Background: an optimization exercise with open tools, aiming at small area and a short achievable clock period. Do not read the settings as production practice. The RTL was checked by simulation tests, not by an equivalence proof against the original design.

## v2
// pst_rx
module pst_rx (
    input  wire        clk,
    input  wire        rst,            
    input  wire        in_valid,       
    input  wire [65:0] in_data,        
    input  wire        inv_auto,       
    input  wire        restart,        
    input  wire        lockloss_clr,   
    output wire        blk_valid,
    output wire        blk_ctrl,
    output wire [63:0] blk_data,
    output wire        locked,
    output wire        rx_inv,
    output wire        inv_event,
    output wire [31:0] blkerr,
    output wire [15:0] lockloss,
    output wire        fr_sof,
    output wire        fr_valid,
    output wire [63:0] fr_data,
    output wire        fr_end,
    output wire        fr_good,
    output wire [15:0] frame_ok,
    output wire [15:0] frame_err
);
    pst_phy_rx u_phy (
        .clk(clk), .rst(rst), .in_valid(in_valid), .in_data(in_data),
        .inv_auto(inv_auto), .restart(restart), .lockloss_clr(lockloss_clr),
        .out_valid(blk_valid), .out_ctrl(blk_ctrl), .out_data(blk_data),
        .locked(locked), .rx_inv(rx_inv), .inv_event(inv_event),
        .blkerr(blkerr), .lockloss(lockloss));
    pst_frame_rx u_frame (
        .clk(clk), .rst(rst),
        .blk_valid(blk_valid), .blk_ctrl(blk_ctrl), .blk_data(blk_data),
        .locked(locked),
        .fr_sof(fr_sof), .fr_valid(fr_valid), .fr_data(fr_data),
        .fr_end(fr_end), .fr_good(fr_good),
        .frame_ok(frame_ok), .frame_err(frame_err));
endmodule
Settings: LEC_CHECK=0, CAP_MARGIN=20, CORE_MARGIN=2, CORE_UTILIZATION=65, CTS_CLUSTER_DIAMETER=100, CTS_CLUSTER_SIZE=22, PLACE_DENSITY=0.8, SLEW_MARGIN=20; clock period 13.0 ns.
standard.sh (not shown) runs the stock make flow with config.mk's settings and CLKGATE_MAP_FILE= SYNTH_SCRIPT=/design/flow/synth_recipe.tcl, a recipe that flattens the netlist after the stock synthesis.
==> flow/flow/run.sh <==
#!/bin/bash
# The standard ORFS layout (standard.sh, the standard flow's SDC and config), with:
# - synthesis by flow/lean_synth.tcl: the standard flow's synthesis script with an
#   area-oriented ABC mapping script (flow/lean.abc); same flip-flops/names;
set -euo pipefail
W=$(pwd)
export LEAN_ABC_SCRIPT="$W/flow/lean.abc"
mapfile -t ARGS < <(grep -v '^#' flow/make_args.txt | sed '/^$/d')
bash standard.sh "SYNTH_SCRIPT=$W/flow/lean_synth.tcl" "${ARGS[@]}" finish > standard_flow.log 2>&1
==> flow/flow/lean.abc <==
&get -n
&st
&dch
&nf
&put
topo
stime -c
==> flow/flow/lean_synth.tcl <==
# The standard flow's synthesis script (synth_recipe.tcl) with one change: ABC maps the
# logic with flow/lean.abc (area-oriented mapping, no buffering or upsizing)
# instead of ORFS's speed script; the layout's timing repair sizes the gates.
# Flip-flops, yosys synth -nofsm -noshare, flattening and renaming as the standard flow's.
proc synth {args} { yosys synth -nofsm -noshare {*}$args }
proc abc {args} {
  set i [lsearch -exact $args -script]
  if {$i >= 0} { set args [lreplace $args [expr {$i+1}] [expr {$i+1}] $::env(LEAN_ABC_SCRIPT)] }
  yosys abc {*}$args
}
source $::env(SCRIPTS_DIR)/synth.tcl
# left out here: clear keep_hierarchy, flatten, clean up, hide names made inside functions, write 1_2_yosys.v
==> flow/flow/make_args.txt <==
SETUP_SLACK_MARGIN=8.3
TNS_END_PERCENT=100
BUFFER_PORTS_ARGS=-buffer_cell sky130_fd_sc_hd__buf_1
v2: full flow OK, the timing, DRC and antenna checks passed
What v30 does differently from v2 at the input level:
==> flow/flow/make_args.txt <==
SETUP_SLACK_MARGIN=8.3
TNS_END_PERCENT=10
BUFFER_PORTS_ARGS=-buffer_cell sky130_fd_sc_hd__buf_1
v2 → v30: maximum number of pins on one net before global-route repair has increased; post-route clock period utilization went down; delay contributed by the slowest stage of the critical path lower; worst reg-to-reg setup slack lower; measured slew at the worst slew-check pin picked up an extra 0.080 ns. | area share of buffers outside the clock network | v30 vs v2 | ≈ equal |.
#### Input delta (v12 over v30)
==> flow/flow/make_args.txt <==
SETUP_SLACK_MARGIN=8.3
TNS_END_PERCENT=40
BUFFER_PORTS_ARGS=-buffer_cell sky130_fd_sc_hd__buf_1
--- outcome ---
v12 has completed all stages; timing, DRC and antenna checks passed. Global router's overall resource usage: v30 vs v12 — no meaningful difference. Worst path setup slack after routing was higher in the run labelled v12. v30 -> v12: total clock sinks delta 0, exact match. Final core utilization: v12 vs v30, no meaningful difference. Taking v30 as the reference, in v12 critical path depth saw a decrease; hold slack fell 0.0084 ns.
#### Input delta (v38 over v12)
==> flow/flow/make_args.txt <==
SETUP_SLACK_MARGIN=8.3
TNS_END_PERCENT=0
BUFFER_PORTS_ARGS=-buffer_cell sky130_fd_sc_hd__buf_1
Results
Taking v12 as the reference, in v38 final standard cell count with taps included and fillers excluded lost 16, non-clock buffer count lost 3.8%.
Looking at global-route total usage across every layer, v38 sits 1.5 points above v12.
Total wire length for v38: 3.6% up relative to v12
The following lists how v3 was set up differently from v38:
diff --git a/flow/flow/run.sh b/flow/flow/run.sh
--- a/flow/flow/run.sh
+++ b/flow/flow/run.sh
@@ -3,2 +3,3 @@
-# - synthesis by flow/lean_synth.tcl: the standard flow's synthesis script with an
-#   area-oriented ABC mapping script (flow/lean.abc); same flip-flops/names;
+# - synthesis by flow/lean_synth.tcl: the standard flow's synthesis script with another
+#   ABC mapping script (flow/lean.abc) and without the slow 4-input AND/OR
+#   cells (flow/abc_dont_use.txt); same flip-flops and names;
@@ -7,0 +9 @@
+export LEAN_ABC_DONT_USE="$(cat flow/abc_dont_use.txt)"
==> flow/flow/abc_dont_use.txt (new file) <==
sky130_fd_sc_hd__and4_1 sky130_fd_sc_hd__and4_2 sky130_fd_sc_hd__and4_4 sky130_fd_sc_hd__and4b_1 sky130_fd_sc_hd__and4b_2 sky130_fd_sc_hd__and4b_4 sky130_fd_sc_hd__and4bb_1 sky130_fd_sc_hd__and4bb_2 sky130_fd_sc_hd__and4bb_4 sky130_fd_sc_hd__or4_1 sky130_fd_sc_hd__or4_2 sky130_fd_sc_hd__or4_4 sky130_fd_sc_hd__or4b_1 sky130_fd_sc_hd__or4b_2 sky130_fd_sc_hd__or4b_4 sky130_fd_sc_hd__or4bb_1 sky130_fd_sc_hd__or4bb_2 sky130_fd_sc_hd__or4bb_4 
diff --git a/flow/flow/lean_synth.tcl b/flow/flow/lean_synth.tcl
--- a/flow/flow/lean_synth.tcl
+++ b/flow/flow/lean_synth.tcl
@@ -2,2 +2,3 @@
-# logic with flow/lean.abc (area-oriented mapping, no buffering or upsizing)
-# instead of ORFS's speed script; the layout's timing repair sizes the gates.
+# logic with flow/lean.abc (delay-oriented mapping with area recovery, no
+# buffering or upsizing) instead of ORFS's speed script, and without the cells
+# listed in flow/abc_dont_use.txt; the layout's timing repair sizes the gates.
@@ -8,0 +10,3 @@
+  if {[info exists ::env(LEAN_ABC_DONT_USE)]} {
+    foreach c $::env(LEAN_ABC_DONT_USE) { lappend args -dont_use $c }
+  }
### Flow results
v3 ends up with higher register area than v38 does. Reported for v38 and v3, flip-flop and latch count turned out identical to the last digit. Run comparison: v38 launching element of the worst setup path u_phy.out_data[26]; v3 launching element of the worst setup path u_phy.out_data[38]. Looking at the reports, v3 completed the entire flow and the layout it produced met the timing, DRC and antenna checks. Looking at v38 and v3, the worst hold slack after final layout is a wash. Final worst setup slack (lower): v3. The length in cells of the worst reg-to-reg path of v3 exceeds that of v38 by 3.
Inputs modified between v3 and v55:
Settings: CORE_UTILIZATION now 70, was 65; PLACE_DENSITY now 0.85, was 0.8.
==> flow/flow/run.sh <==
#!/bin/bash
# The standard ORFS layout (standard.sh, the standard flow's SDC and config), with:
# - synthesis by flow/lean_synth.tcl: the standard flow's synthesis script with an
#   area-oriented ABC mapping script (flow/lean.abc); same flip-flops/names;
set -euo pipefail
W=$(pwd)
export LEAN_ABC_SCRIPT="$W/flow/lean.abc"
mapfile -t ARGS < <(grep -v '^#' flow/make_args.txt | sed '/^$/d')
bash standard.sh "SYNTH_SCRIPT=$W/flow/lean_synth.tcl" "${ARGS[@]}" finish > standard_flow.log 2>&1
diff --git a/flow/flow/lean_synth.tcl b/flow/flow/lean_synth.tcl
--- a/flow/flow/lean_synth.tcl
+++ b/flow/flow/lean_synth.tcl
@@ -2,3 +2,2 @@
-# logic with flow/lean.abc (delay-oriented mapping with area recovery, no
-# buffering or upsizing) instead of ORFS's speed script, and without the cells
-# listed in flow/abc_dont_use.txt; the layout's timing repair sizes the gates.
+# logic with flow/lean.abc (area-oriented mapping, no buffering or upsizing)
+# instead of ORFS's speed script; the layout's timing repair sizes the gates.
@@ -10,3 +8,0 @@
-  if {[info exists ::env(LEAN_ABC_DONT_USE)]} {
-    foreach c $::env(LEAN_ABC_DONT_USE) { lappend args -dont_use $c }
-  }
removed: flow/flow/abc_dont_use.txt
### Flow results
v55 completed every stage of the flow, and the final layout passed the timing, DRC and antenna checks. Going from v3 to v55, post-route minimum period went up by 0.061 ns, pin count of the biggest net entering global routing went down by about 0.8%, non-clock buffer count went down by 50.

---

pst_rx, a different RTL version from the one above (not shown whole).
Size in the first run: roughly 290 I/O pins, about 28000 um^2 of cells after synthesis.
export LEC_CHECK = 0
export CAP_MARGIN = 20
export CORE_MARGIN = 2
export CORE_UTILIZATION = 55
export PLACE_DENSITY = 0.7
export SLEW_MARGIN = 20
create_clock -name core_clock -period 13.0 [get_ports {clk}]
==> flow/flow/run.sh <==
#!/bin/bash
# The standard ORFS layout (standard.sh, the standard flow's SDC and config), with:
# - synthesis by flow/lean_synth.tcl: the standard flow's synthesis script with an
#   area-oriented ABC mapping script (flow/lean.abc); same flip-flops/names;
set -euo pipefail
W=$(pwd)
export LEAN_ABC_SCRIPT="$W/flow/lean.abc"
mapfile -t ARGS < <(grep -v '^#' flow/make_args.txt | sed '/^$/d')
bash standard.sh "SYNTH_SCRIPT=$W/flow/lean_synth.tcl" "${ARGS[@]}" finish > standard_flow.log 2>&1
==> flow/flow/lean_synth.tcl <==
# The standard flow's synthesis script (synth_recipe.tcl) with one change: ABC maps the
# logic with flow/lean.abc (area-oriented mapping, no buffering or upsizing)
# instead of ORFS's speed script; the layout's timing repair sizes the gates.
# Flip-flops, yosys synth -nofsm -noshare, flattening and renaming as the standard flow's.
proc synth {args} { yosys synth -nofsm -noshare {*}$args }
proc abc {args} {
  set i [lsearch -exact $args -script]
  if {$i >= 0} { set args [lreplace $args [expr {$i+1}] [expr {$i+1}] $::env(LEAN_ABC_SCRIPT)] }
  yosys abc {*}$args
}
source $::env(SCRIPTS_DIR)/synth.tcl
# left out here: clear keep_hierarchy, flatten, clean up, hide names made inside functions, write 1_2_yosys.v
==> flow/flow/make_args.txt <==
SETUP_SLACK_MARGIN=8.3
TNS_END_PERCENT=0
BUFFER_PORTS_ARGS=-buffer_cell sky130_fd_sc_hd__buf_1
Scripts as last shown in full above: flow/flow/lean.abc
The baseline finished clean.
Then changed:
--- a/flow/config.mk
+++ b/flow/config.mk
@@ -9,4 +9,6 @@
 export CORE_MARGIN = 2
 export CORE_UTILIZATION = 55
+export CTS_CLUSTER_DIAMETER = 100
+export CTS_CLUSTER_SIZE = 22
 export PLACE_DENSITY = 0.7
 export SLEW_MARGIN = 20
Result: Hold slack stays flat. Die area stays the same. Clock-buffer cell count went down by 35. Utilization went down by 2.1 points. Final cell count went down slightly. Setup slack is worse by 0.023 ns. Design area went down by a few percent. Fmax went down slightly. Clock skew barely changes. Global-route usage went down by 0.51 points. Non-clock buffer count went down by 12.
Then changed:
==> flow/flow/make_args.txt (replaced) <==
SETUP_SLACK_MARGIN=8.7
TNS_END_PERCENT=0
BUFFER_PORTS_ARGS=-buffer_cell sky130_fd_sc_hd__buf_1
--- a/flow/config.mk
+++ b/flow/config.mk
@@ -8,7 +8,7 @@
 export CAP_MARGIN = 20
 export CORE_MARGIN = 2
-export CORE_UTILIZATION = 55
+export CORE_UTILIZATION = 65
 export CTS_CLUSTER_DIAMETER = 100
 export CTS_CLUSTER_SIZE = 22
-export PLACE_DENSITY = 0.7
+export PLACE_DENSITY = 0.8
 export SLEW_MARGIN = 20
The changed run completed without violations.
Area after synthesis does not change.
Die area is lower by 15%.

---

Setup of v39:
RTL: one of the versions met above, not the one the previous note started from.
Size in the first run: ~2500 cells after synthesis, roughly 480 flip-flops, roughly 290 I/O pins, about 27000 µm² of cells after synthesis.
export LEC_CHECK = 0
export CAP_MARGIN = 20
export CORE_MARGIN = 2
export CORE_UTILIZATION = 65
export CTS_CLUSTER_DIAMETER = 100
export CTS_CLUSTER_SIZE = 22
export PLACE_DENSITY = 0.8
export SLEW_MARGIN = 20
create_clock -name core_clock -period 13.0 [get_ports {clk}]
==> flow/flow/run.sh <==
#!/bin/bash
# The standard ORFS layout (standard.sh, the standard flow's SDC and config), with:
# - synthesis by flow/lean_synth.tcl: the standard flow's synthesis script with another
#   ABC mapping script (flow/lean.abc) and without the slow 4-input AND/OR
#   cells (flow/abc_dont_use.txt); same flip-flops and names;
set -euo pipefail
W=$(pwd)
export LEAN_ABC_SCRIPT="$W/flow/lean.abc"
export LEAN_ABC_DONT_USE="$(cat flow/abc_dont_use.txt)"
mapfile -t ARGS < <(grep -v '^#' flow/make_args.txt | sed '/^$/d')
bash standard.sh "SYNTH_SCRIPT=$W/flow/lean_synth.tcl" "${ARGS[@]}" finish > standard_flow.log 2>&1
==> flow/flow/abc_dont_use.txt <==

==> flow/flow/lean_synth.tcl <==
# The standard flow's synthesis script (synth_recipe.tcl) with one change: ABC maps the
# logic with flow/lean.abc (delay-oriented mapping with area recovery, no
# buffering or upsizing) instead of ORFS's speed script, and without the cells
# listed in flow/abc_dont_use.txt; the layout's timing repair sizes the gates.
# Flip-flops, yosys synth -nofsm -noshare, flattening and renaming as the standard flow's.
proc synth {args} { yosys synth -nofsm -noshare {*}$args }
proc abc {args} {
  set i [lsearch -exact $args -script]
  if {$i >= 0} { set args [lreplace $args [expr {$i+1}] [expr {$i+1}] $::env(LEAN_ABC_SCRIPT)] }
  if {[info exists ::env(LEAN_ABC_DONT_USE)]} {
    foreach c $::env(LEAN_ABC_DONT_USE) { lappend args -dont_use $c }
  }
  yosys abc {*}$args
}
source $::env(SCRIPTS_DIR)/synth.tcl
# left out here: clear keep_hierarchy, flatten, clean up, hide names made inside functions, write 1_2_yosys.v
==> flow/flow/make_args.txt <==
SETUP_SLACK_MARGIN=8.3
TNS_END_PERCENT=0
BUFFER_PORTS_ARGS=-buffer_cell sky130_fd_sc_hd__buf_1
Scripts as last shown in full above: flow/flow/lean.abc
v39: all stages complete, timing, DRC and antenna checks passed
Edits applied to the flow inputs when going from v39 to v19:
-- flow/flow/run.sh --
<<< v39, line 3
# - synthesis by flow/lean_synth.tcl: the standard flow's synthesis script with another
#   ABC mapping script (flow/lean.abc) and without the slow 4-input AND/OR
#   cells (flow/abc_dont_use.txt); same flip-flops and names;
>>> v19, line 3
# - synthesis by flow/lean_synth.tcl: the standard flow's synthesis script with an
#   area-oriented ABC mapping script (flow/lean.abc); same flip-flops/names;
<<< v39, line 9
export LEAN_ABC_DONT_USE="$(cat flow/abc_dont_use.txt)"
>>> v19, line 8
-- flow/flow/lean_synth.tcl --
<<< v39, line 2
# logic with flow/lean.abc (delay-oriented mapping with area recovery, no
# buffering or upsizing) instead of ORFS's speed script, and without the cells
# listed in flow/abc_dont_use.txt; the layout's timing repair sizes the gates.
>>> v19, line 2
# logic with flow/lean.abc (area-oriented mapping, no buffering or upsizing)
# instead of ORFS's speed script; the layout's timing repair sizes the gates.
<<< v39, line 10
  if {[info exists ::env(LEAN_ABC_DONT_USE)]} {
    foreach c $::env(LEAN_ABC_DONT_USE) { lappend args -dont_use $c }
  }
>>> v19, line 9
-- flow/flow/make_args.txt --
<<< v39, line 1
SETUP_SLACK_MARGIN=8.3
>>> v19, line 1
SETUP_SLACK_MARGIN=7.9
removed: flow/flow/abc_dont_use.txt
Findings:
Comparing v39 with v19, the number of setup violations in the final report came out essentially unchanged. v19 against v39: via-per-instance ratio decreased by about 2% relative to the old numbers.

==> re-timing with driven ports <==
Ports are ideal in the flow. The routed layouts listed here were re-timed in OpenROAD.
Step 1 (the two cells are an assumption about what drives the block):
set clk [get_ports {clk}]
set_driving_cell -lib_cell sky130_fd_sc_hd__clkbuf_16 $clk
set_driving_cell -lib_cell sky130_fd_sc_hd__buf_2 [delete_from_list [all_inputs] $clk]
Step 2 also shifts input and output timing later by t, the mid clock arrival at the registers, as if the neighbouring blocks saw the same clock.
Slacks: no drivers / after step 1 / after step 2; pairs: no drivers / after step 1.
| run | t, ns | setup WS [ns] | worst hold slack (ns) | clock arrival spread, ns |
|---|---|---|---|---|
| v2 | 0.651 | 7.593 / 7.535 / 7.630 | 0.424 / 0.424 / 0.424 | 0.025 / 0.025 |
| v30 | 0.656 | 7.651 / 7.591 / 7.338 | 0.425 / 0.425 / 0.425 | 0.032 / 0.032 |
| v12 | 0.648 | 7.684 / 7.622 / 7.536 | 0.416 / 0.416 / 0.416 | 0.032 / 0.032 |
| v38 | 0.667 | 7.704 / 7.643 / 7.126 | 0.425 / 0.425 / 0.425 | 0.024 / 0.025 |
| v3 | 0.657 | 7.619 / 7.565 / 7.124 | 0.424 / 0.424 / 0.424 | 0.035 / 0.036 |
| v55 | 0.659 | 7.558 / 7.501 / 7.075 | 0.388 / 0.388 / 0.388 | 0.022 / 0.022 |
| the first run of note 2 | 0.676 | 7.823 / 7.760 / 7.193 | 0.418 / 0.418 / 0.418 | 0.032 / 0.032 |
| the second run of note 2 | 0.659 | 7.800 / 7.760 / 7.177 | 0.419 / 0.419 / 0.419 | 0.031 / 0.031 |
| the third run of note 2 | 0.648 | 7.921 / 7.861 / 7.324 | 0.414 / 0.414 / 0.414 | 0.043 / 0.044 |
| v39 | 0.667 | 7.704 / 7.643 / 7.126 | 0.425 / 0.425 / 0.425 | 0.024 / 0.025 |
| v19 | 0.655 | 7.679 / 7.619 / 7.203 | 0.414 / 0.414 / 0.414 | 0.026 / 0.026 |
After both steps setup and hold are still met in every run listed. For the first run of note 2, which loses most, drivers alone change the setup slack by -0.063 ns; drivers and shift together by -0.630 ns.
